Background: an optimization exercise with open tools, aiming at small area, a short achievable clock period and few clock cycles per item. Do not read the settings as production practice.
Function was checked by simulation only, so behaviour that the tests miss may differ from the original.
Power figures rest on the tool's default switching activity, not on a simulated workload.

**run.sh**
```bash
#!/bin/bash
# synth_recipe.tcl (not shown) runs the flow's synth.tcl, then flattens the netlist and writes it again
# the make line also repeats each setting of config.mk as NAME=value (left out here)
make -C /OpenROAD-flow-scripts/flow DESIGN_CONFIG=/design/flow/config.mk WORK_HOME=/design/flow/orfs CLKGATE_MAP_FILE= SYNTH_SCRIPT=/design/flow/synth_recipe.tcl finish
```
**config.mk**
```make
export PLATFORM = sky130hd
export DESIGN_NAME = lvl_select
export DESIGN_NICKNAME = lvl_select
export VERILOG_FILES = /design/flow/design.v
export SDC_FILE = /design/flow/constraint.sdc
export NUM_CORES = 4
export LEC_CHECK = 0
export CAP_MARGIN = 20
export CORE_MARGIN = 2
export CORE_UTILIZATION = 30
export SLEW_MARGIN = 20
```
**constraint.sdc**
```tcl
create_clock -name core_clock -period 18.0 [get_ports {clk}]
set_input_delay 3.6000 -clock core_clock [delete_from_list [all_inputs] [get_ports {clk}]]
set_output_delay 3.6000 -clock core_clock [all_outputs]
set_load 0.01 [all_outputs]
```
**design.v**
```verilog
module lvl_select (
    input             clk,
    input             rst,
    output            ready,
    input             rpt_valid,
    input      [21:0] rpt_vcode,
    input             rpt_ins,
    input      [9:0]  rpt_idx,
    input      [15:0] cfg_hold,
    input             start,
    input             start_dir,
    input      [10:0] start_nreq,
    input      [10:0] start_h,
    input      [15:0] start_frac,
    input             start_fmt1,
    output reg        done,
    output reg [31:0] t_out,
    output reg        trim_v,
    output reg [9:0]  trim_out,
    output reg [15:0] frac_out,
    output     [10:0] n_out,
    output     [5:0]  k_out,
    output reg        surplus,
    output reg        short_flag
);
    localparam [21:0] KMAX = 22'h3F_FFFE;
    reg        rdy;
    assign ready = rdy;
    wire acc_rep = rpt_valid & rdy;
    wire acc_st  = start & rdy;
    reg [4:0]  wcnt;                   
    reg        p0_rv;
    reg [3:0]  p0_w;
    reg [21:0] p0_v;
    reg        p0_ins;
    reg        p0_hnz;
    reg [9:0]  p0_idx;
    always @(posedge clk) begin
        p0_v   <= rpt_vcode;
        p0_ins <= rpt_ins;
        p0_idx <= rpt_idx;
        p0_hnz <= |cfg_hold;
        p0_w   <= wcnt[3:0];
        p0_rv  <= acc_rep;
    end
    wire        w_ins = p0_ins & p0_hnz;
    wire [21:0] w_v   = w_ins ? p0_v : {p0_v[21:1], p0_v[0] & ~(&p0_v[21:1])};
    reg [21:0] sv   [0:15];
    reg        sins [0:15];
    reg [9:0]  sidx [0:15];
    genvar g;
    generate
        for (g = 0; g < 16; g = g + 1) begin : slot
            always @(posedge clk)
                if (p0_rv && p0_w == g) begin
                    sv[g]   <= w_v;
                    sins[g] <= w_ins;
                    sidx[g] <= p0_idx;
                end
        end
    endgenerate
    reg        pv;
    reg        p_dir;
    reg [10:0] p_nreq;
    reg [10:0] p_h;
    reg [15:0] p_frac;
    reg        p_fmt1;
    reg [15:0] p_hold;
    reg [4:0]  p_k;
    reg        e_dir;
    reg [10:0] e_nreq;
    reg [10:0] e_h;
    reg [15:0] e_frac;
    reg        e_fmt1;
    reg [15:0] e_hold;
    reg [4:0]  e_k;
    reg        hv;                     
    reg        hfirst;                 
    reg [3:0]  hp;                     
    reg [3:0]  hrem;                   
    wire       eng_cont = hv && (hrem != 4'd0);
    wire       eng_take = !eng_cont && (pv || acc_st);    
    wire       e_from_p = pv;
    wire       p_load   = acc_st && (pv || eng_cont);
    wire [4:0] k_new    = pv ? p_k : wcnt;
    wire [4:0] k_sp     = (k_new < 5'd3) ? 5'd3 : k_new;
    always @(posedge clk) begin
        if (p_load) begin
            p_dir  <= start_dir;
            p_nreq <= start_nreq;
            p_h    <= start_h;
            p_frac <= start_frac;
            p_fmt1 <= start_fmt1;
            p_hold <= cfg_hold;
            p_k    <= wcnt;
        end
        if (eng_take) begin
            e_dir  <= e_from_p ? p_dir  : start_dir;
            e_nreq <= e_from_p ? p_nreq : start_nreq;
            e_h    <= e_from_p ? p_h    : start_h;
            e_frac <= e_from_p ? p_frac : start_frac;
            e_fmt1 <= e_from_p ? p_fmt1 : start_fmt1;
            e_hold <= e_from_p ? p_hold : cfg_hold;
            e_k    <= e_from_p ? p_k    : wcnt;
        end
    end
    wire [10:0] nreq_c  = (e_nreq > 11'd1024) ? 11'd1024 : e_nreq;
    wire        d_sur   = (nreq_c < e_h);
    wire [10:0] n0      = d_sur ? 11'd0 : (nreq_c - e_h);
    wire        d_short = (n0 > {6'd0, e_k});
    wire [4:0]  d_n     = d_short ? e_k : n0[4:0];
    wire        d_fnz   = (e_frac != 16'd0);
    wire        d_twant = e_dir ? (d_n != 5'd0) : (d_n < e_k);
    wire        d_trw   = (d_n < e_k);
    wire        d_tv    = d_trw & d_fnz & ~e_fmt1;
    wire        d_sho   = d_short | (d_fnz & ~d_tv);
    wire [4:0]  d_rt    = ~d_twant ? 5'h1F : (e_dir ? (e_k - d_n) : d_n);
    wire [4:0]  d_rtr   = ~d_tv ? 5'h1F : (e_dir ? (e_k - d_n - 5'd1) : d_n);
    wire        h_dir  = e_dir;
    wire [15:0] h_hold = e_hold;
    wire [4:0]  h_k    = e_k;
    wire       pblk_n = pv && hv && (hrem > 4'd1);
    wire       hv_n0  = eng_cont | pv;
    wire [3:0] hp_n0  = eng_cont ? hp + 4'd1 : 4'd0;
    wire [4:0] k_n0   = eng_cont ? e_k : p_k;
    wire [4:0] w_rep  = wcnt + 5'd1;
    wire [4:0] hp_n1  = {1'b0, hp_n0} + 5'd1;
    wire r_none = !pblk_n && !(hv_n0 && (wcnt  < k_n0) && (wcnt  > hp_n1));
    wire r_rep  = !pblk_n && !(hv_n0 && (w_rep < k_n0) && (w_rep > hp_n1));
    wire r_st   = !((eng_cont && hrem > 4'd1) || (!eng_cont && pv));
    always @(posedge clk) begin
        if (rst) begin
            rdy    <= 1'b1;
            wcnt   <= 5'd0;
            pv     <= 1'b0;
            hv     <= 1'b0;
            hfirst <= 1'b0;
            hp     <= 4'd0;
            hrem   <= 4'd0;
        end else begin
            rdy  <= acc_st ? r_st : (acc_rep ? r_rep : r_none);
            wcnt <= acc_st ? 5'd0 : (acc_rep ? wcnt + 5'd1 : wcnt);
            pv   <= p_load || (pv && eng_cont);
            if (eng_cont) begin
                hv     <= 1'b1;
                hfirst <= 1'b0;
                hp     <= hp + 4'd1;
                hrem   <= hrem - 4'd1;
            end else if (eng_take) begin
                hv     <= 1'b1;
                hfirst <= 1'b1;
                hp     <= 4'd0;
                hrem   <= k_sp[3:0] - 4'd1;
            end else begin
                hv     <= 1'b0;
                hfirst <= 1'b0;
            end
        end
    end
    wire [21:0] hv_v   = sv[hp];
    wire        hv_ins = sins[hp];
    wire [9:0]  hv_idx = sidx[hp];
    wire        h_real = ({1'b0, hp} < h_k);
    wire        h_add = (h_dir == hv_ins);
    wire [23:0] h_x   = h_add ? ({2'b00, hv_v} + {8'd0, h_hold})
                              : ({2'b00, hv_v} - {8'd0, h_hold});
    wire        x_le0 = h_x[23] | (h_x == 24'd0);
    wire        x_gem = !h_x[23] && (h_x[22:0] >= {1'b0, KMAX});
    wire [21:0] h_a = !hv_ins ? hv_v :
                      (!h_dir ? (x_le0 ? 22'd0 : h_x[21:0])
                              : (x_gem ? KMAX  : h_x[21:0]));
    wire [23:0] h_traw = hv_ins ? {2'b00, hv_v} : h_x;
    wire        h_mz = !h_dir && (h_a == 22'd0);
    wire        h_mm =  h_dir && (h_a == KMAX);
    wire [21:0] h_t  = h_mz ? ({6'd0, h_hold} + 22'd1) :
                       h_mm ? (KMAX - {6'd0, h_hold}) : h_traw[21:0];
    wire        h_tneg = !h_mz && !h_mm && h_traw[23];
    wire        h_tbig = !h_mz && !h_mm && !h_traw[23] && h_traw[22];
    reg  [15:0] cm;
    wire [15:0] therm_k;
    generate
        for (g = 0; g < 16; g = g + 1) begin : th
            assign therm_k[g] = (g < h_k);
        end
    endgenerate
    wire [15:0] hp_oh = 16'd1 << hp;
    wire [15:0] h_mask = hfirst ? (therm_k & 16'hFFFE) : (cm & ~hp_oh);
    reg        cv, cfirst, clast, creal;
    reg [3:0]  cp;
    reg [21:0] ca;
    reg [21:0] ct;
    reg        ctneg, ctbig, cmz, cmm;
    reg [9:0]  ci;
    always @(posedge clk) begin
        ca    <= h_a;
        ct    <= h_t;
        ctneg <= h_tneg;
        ctbig <= h_tbig;
        cmz   <= h_mz;
        cmm   <= h_mm;
        ci    <= hv_idx;
        cp    <= hp;
        cfirst <= hfirst;
        clast  <= (hrem == 4'd0);
        creal  <= h_real;
        cm     <= (hv && !rst) ? h_mask : 16'd0;
        cv     <= hv & !rst;
    end
    reg  [3:0]  acc [0:15];
    wire [15:0] lt;
    wire [15:0] inc;
    generate
        for (g = 0; g < 16; g = g + 1) begin : cmpu
            wire [21:0] thr = sins[g] ? ct : ca;
            wire hlt = sv[g] < thr;
            wire heq = sv[g] == thr;
            wire llt = sidx[g] < ci;
            wire ltn = hlt | (heq & llt);
            wire lti = ctneg ? 1'b0 : ctbig ? 1'b1 :
                       cmz ? (hlt & llt) : cmm ? (hlt | llt) : ltn;
            wire ltk = sins[g] ? lti : ltn;
            assign lt[g]  = cm[g] & ltk;
            assign inc[g] = cm[g] & ~ltk;
            always @(posedge clk)
                if (rst || (cv && cp == g))
                    acc[g] <= 4'd0;
                else if (inc[g])
                    acc[g] <= acc[g] + 4'd1;
        end
    endgenerate
    reg        rv, rfirst, rlast, rreal;
    reg [15:0] rlt;
    reg [3:0]  racc;
    reg [31:0] rkey;
    reg [4:0]  rt_t, rt_tr;
    always @(posedge clk) begin
        rlt    <= lt;
        racc   <= acc[cp];
        rkey   <= {ca, ci};
        rfirst <= cfirst;
        rlast  <= clast;
        rreal  <= creal;
        rv     <= cv & !rst;
        if (cv && cfirst) begin
            rt_t  <= d_rt;
            rt_tr <= d_rtr;
        end
    end
    integer j;
    reg [4:0] pc;
    always @(*) begin
        pc = 5'd0;
        for (j = 0; j < 16; j = j + 1)
            pc = pc + {4'd0, rlt[j]};
    end
    wire [4:0] rank  = {1'b0, racc} + pc;
    wire       hit_t = rreal && (rank == rt_t);
    wire       hit_r = rreal && (rank == rt_tr);
    reg [4:0] n_o;
    reg [4:0] k_o;
    assign n_out = {6'd0, n_o};
    assign k_out = {1'b0, k_o};
    always @(posedge clk) begin
        done <= rv & rlast & !rst;
        if (rv) begin
            if (rfirst || hit_t)
                t_out <= hit_t ? rkey : 32'hFFFF_FFFF;
            if (rfirst || hit_r)
                trim_out <= hit_r ? rkey[9:0] : 10'd0;
            if (rfirst) begin
                n_o        <= d_n;
                k_o        <= e_k;
                surplus    <= d_sur;
                short_flag <= d_sho;
                trim_v     <= d_tv;
                frac_out   <= d_tv ? e_frac : 16'd0;
            end
        end
    end
endmodule
```
==> run summary <==
==> synth_stat cells, types with 38 or more instances <==
cell type / n / area [µm²]
nand4_1: 102 / 638
mux2i_1: 412 / 4120
a211oi_1: 54 / 405
edfxtp_1: 731 / 22000
mux2_2: 86 / 968
ha_1: 608 / 7610
inv_1: 177 / 664
nand3_1: 106 / 531
a31oi_1: 39 / 244
o21ai_0: 159 / 796
clkbuf_1: 177 / 664
buf_2: 38 / 190
nor2_1: 293 / 1100
and2_1: 59 / 369
a21o_1: 210 / 1580
xnor2_1: 54 / 473
nor2b_1: 69 / 432
a21oi_1: 249 / 1250
xor2_1: 40 / 350
nor3_1: 71 / 355
nand2_1: 199 / 747
dfxtp_1: 259 / 5180
a22oi_1: 87 / 653
o21a_1: 78 / 586
nand2b_1: 95 / 594
==> flip-flops by register name, summed over array words and instances, names as in the netlist, 22 cells and up <==
register  cells
acc          64
ca           22
ct           22
p0_v         22
rkey         32
sidx        160
sv          352
t_out        32
==> final timing paths <==
path              startpoint  endpoint  slack [ps]  cells after the start
setup / recovery       hp[0]     ct[5]        9750                     20
hold / removal         clast     rlast         330                      0
setup reg to reg       hp[0]     ct[5]        9750                     20
hold reg to reg        clast     rlast         330                      0
==> per-stage QoR <==
stage / worst slack [ps] / util, % / power [µW] / instance area (µm²) / hold slack, ps
detailed placement: 10030 / 32.8 / 5930 / 63100 / 320
finish: 9750 / 34.9 / 8520 / 67100 / 328
global route: 9460 / 34.9 / 8890 / 67100 / 335
floorplan: 10990 / - / 4760 / 58000 / 310
CTS: 9970 / 34.9 / 8450 / 67000 / 330
global placement: 9970 / 32.8 / 5890 / 63100 / 313
==> cells by family (layout without fill, tap and decap cells) <==
logic type / count (synthesis) / in the layout / synth area share, %
XOR/XNOR: 94 / 94 / 1.42
buffers and inverters: 449 / 713 / 3.13
AND/OR/NAND/NOR: 1178 / 1178 / 10.6
adder cells (fa/ha/maj): 624 / 624 / 13.7
flip-flops: 990 / 990 / 46.8
AO/OA/AOI/OAI: 1275 / 1275 / 15.5
other: 1 / 8 / 0.00647
multiplexers: 500 / 500 / 8.86
==> metal layers <==
layer,up-vias,GRT usage (%),part of all wire [%]
met4,4,10.9,5.6
li1,19992,-,-
met2,2462,35.4,44
met3,593,5.94,10
met1,22631,28.9,40
met5,-,0,0.014
==> critical path, stage by stage (launching register included) <==
cell      delay (ps)
dfxtp_1          390
inv_1            120
ha_2             170
buf_4            430
buf_4            460
and3_1          1140
a211oi_1         360
a41oi_1          780
ha_1             500
or4_1            550
nor3_1           260
a21oi_1          270
nor4b_2          670
a21oi_1          290
a211oi_1         240
nor4b_2          360
o211ai_4         290
inv_2            360
nor3_1           120
mux2i_1          160
o21ai_1           80
==> power by group <==
group	internal [µW]	switching (µW)
logic	1170	2060
clock network	1490	1030
registers	2630	142
total	5280	3230
==> area by class of cell <==
class / count / area share [%]
diodes: 1 / 0.00373
inverters: 182 / 1.02
repair buffers: 321 / 4.21
flip-flops and latches: 990 / 40.5
well taps: 2526 / 4.71
clock buffers: 141 / 4.48
multi-input cells: 3678 / 43.7
clock inverters: 69 / 1.45
==> results.toml <==
[global_route]
first_global_vias = 44397
overflow = 0
grt_max_degree = 68
grt_usage_pct = 22.6
grt_pass1_wl_um = 324000
antenna_found_initial = 8

[timing]
rsz0062_at_grt = "false"
clock-skew-final_ps = 43.1
setup_viol = 0
relSlewSlack_pct = 9.12
fin_crit_sh_pct = 45.8
max_freq_mhz = 121
min_period_ps = 8250
drv_slew = 0
setup_tns_ps = 0
tightest_slew_ps = 1360
hold_viol = 0

[synth]
avgSynthCellArea_um2 = 11.3
ys_warn_count = 5
netlist_area_um2 = 58000
ys_seq_elements = 990
synthCells = 5111
synth_edf_count = 731
synth_cell_types = 103
ys.flop_type = "edfxtp_1"
async_flop_share_pct = 0
seq_area_frac_synth_pct = 46.8

[floorplan]
initial_core_util_pct = 30.2
dieArea_um2 = 197000
pin_count = 173
die_h_um = 444
die_w_um = 444
core_um2 = 192000
rows = 161

[route]
ant_nets = 0
via_count = 45682
drt_iter0_markers = 5474
drc = 0
viasPerCell = 5.78
first_pass_iters = 6
wl_um = 230000
wl_per_cell_um = 29.1

[job]
maxCapViolCount = 0

[placed_design]
dp.cells = 7697
portBuffers = 165
gp_congestion = 0.996
dpl.hpwl_um = 163000

[clock_tree]
cts.htree.levels = 3
clkLatencyLatePin_ps = 790
cts_tree = "done"
cts_max_path_buffers = 3
cts_setup_buffers = 0
cts-resized-gates = 0
postCtsHoldBufs = 0
clockRootBuffer = "clkbuf_16"
numCtsBuffers = 112
path_clk_slew_ps = 70
cts_sinks = 990

[finish]
register_area_um2 = 27100
n_fill_cell = 19045
final_common_cell = "edfxtp_1"
drive_gt1_share_pct = 9.57
finalNetCount = 6002
syn_to_final_growth_pct = 15.7
layout.cells.non_filler = 7908
multi_input_area_um2 = 29300
final_cell_mix = "edfxtp_1 (731), ha_1 (604), mux2i_1 (412)"

[critical_path]
timing_worst_setup_path_type = "reg2reg"
setup.worst_path.start_class = "flip-flop"
worstPathRequired_ps = 18620
end_kind = "flip-flop"
arrival_ps = 8870
worst-path-max-fanout = 37

[run_status]
status = "complete, no violations"

[power_and_ir_drop]
power.density_nw_per_um2 = 127
ir_worst_vdd_mv = 0.113
p_leak_uw = 0.0262

[hold_path]
hold_class = "reg2reg"
Testbench counts, summed over its fixed seeds: cycles 17,448, decisions 1,200.

-- separate check: timing with driven ports --
The results above use ideal ports. As a check the final layout listed here was re-extracted and re-timed, cells and wires unchanged. Step 1 sets driving cells, clkbuf_16 on the clock port and buf_2 on the other inputs (assumed; they add their load-dependent delay and slew). Step 2 also shifts input and output timing later by t, the mid clock arrival at the registers, as if the neighbouring blocks saw the same clock. a / b / c = no drivers / after step 1 / after step 2; a / b = the first two.
t, ns: 0.845
setup WS [ns]: 9.752 / 9.752 / 9.752
clock arrival spread, ns: 0.045 / 0.045
After both steps setup and hold are still met in this run. For this run, drivers alone change the setup slack by 0.000 ns; drivers and shift together by 0.000 ns.
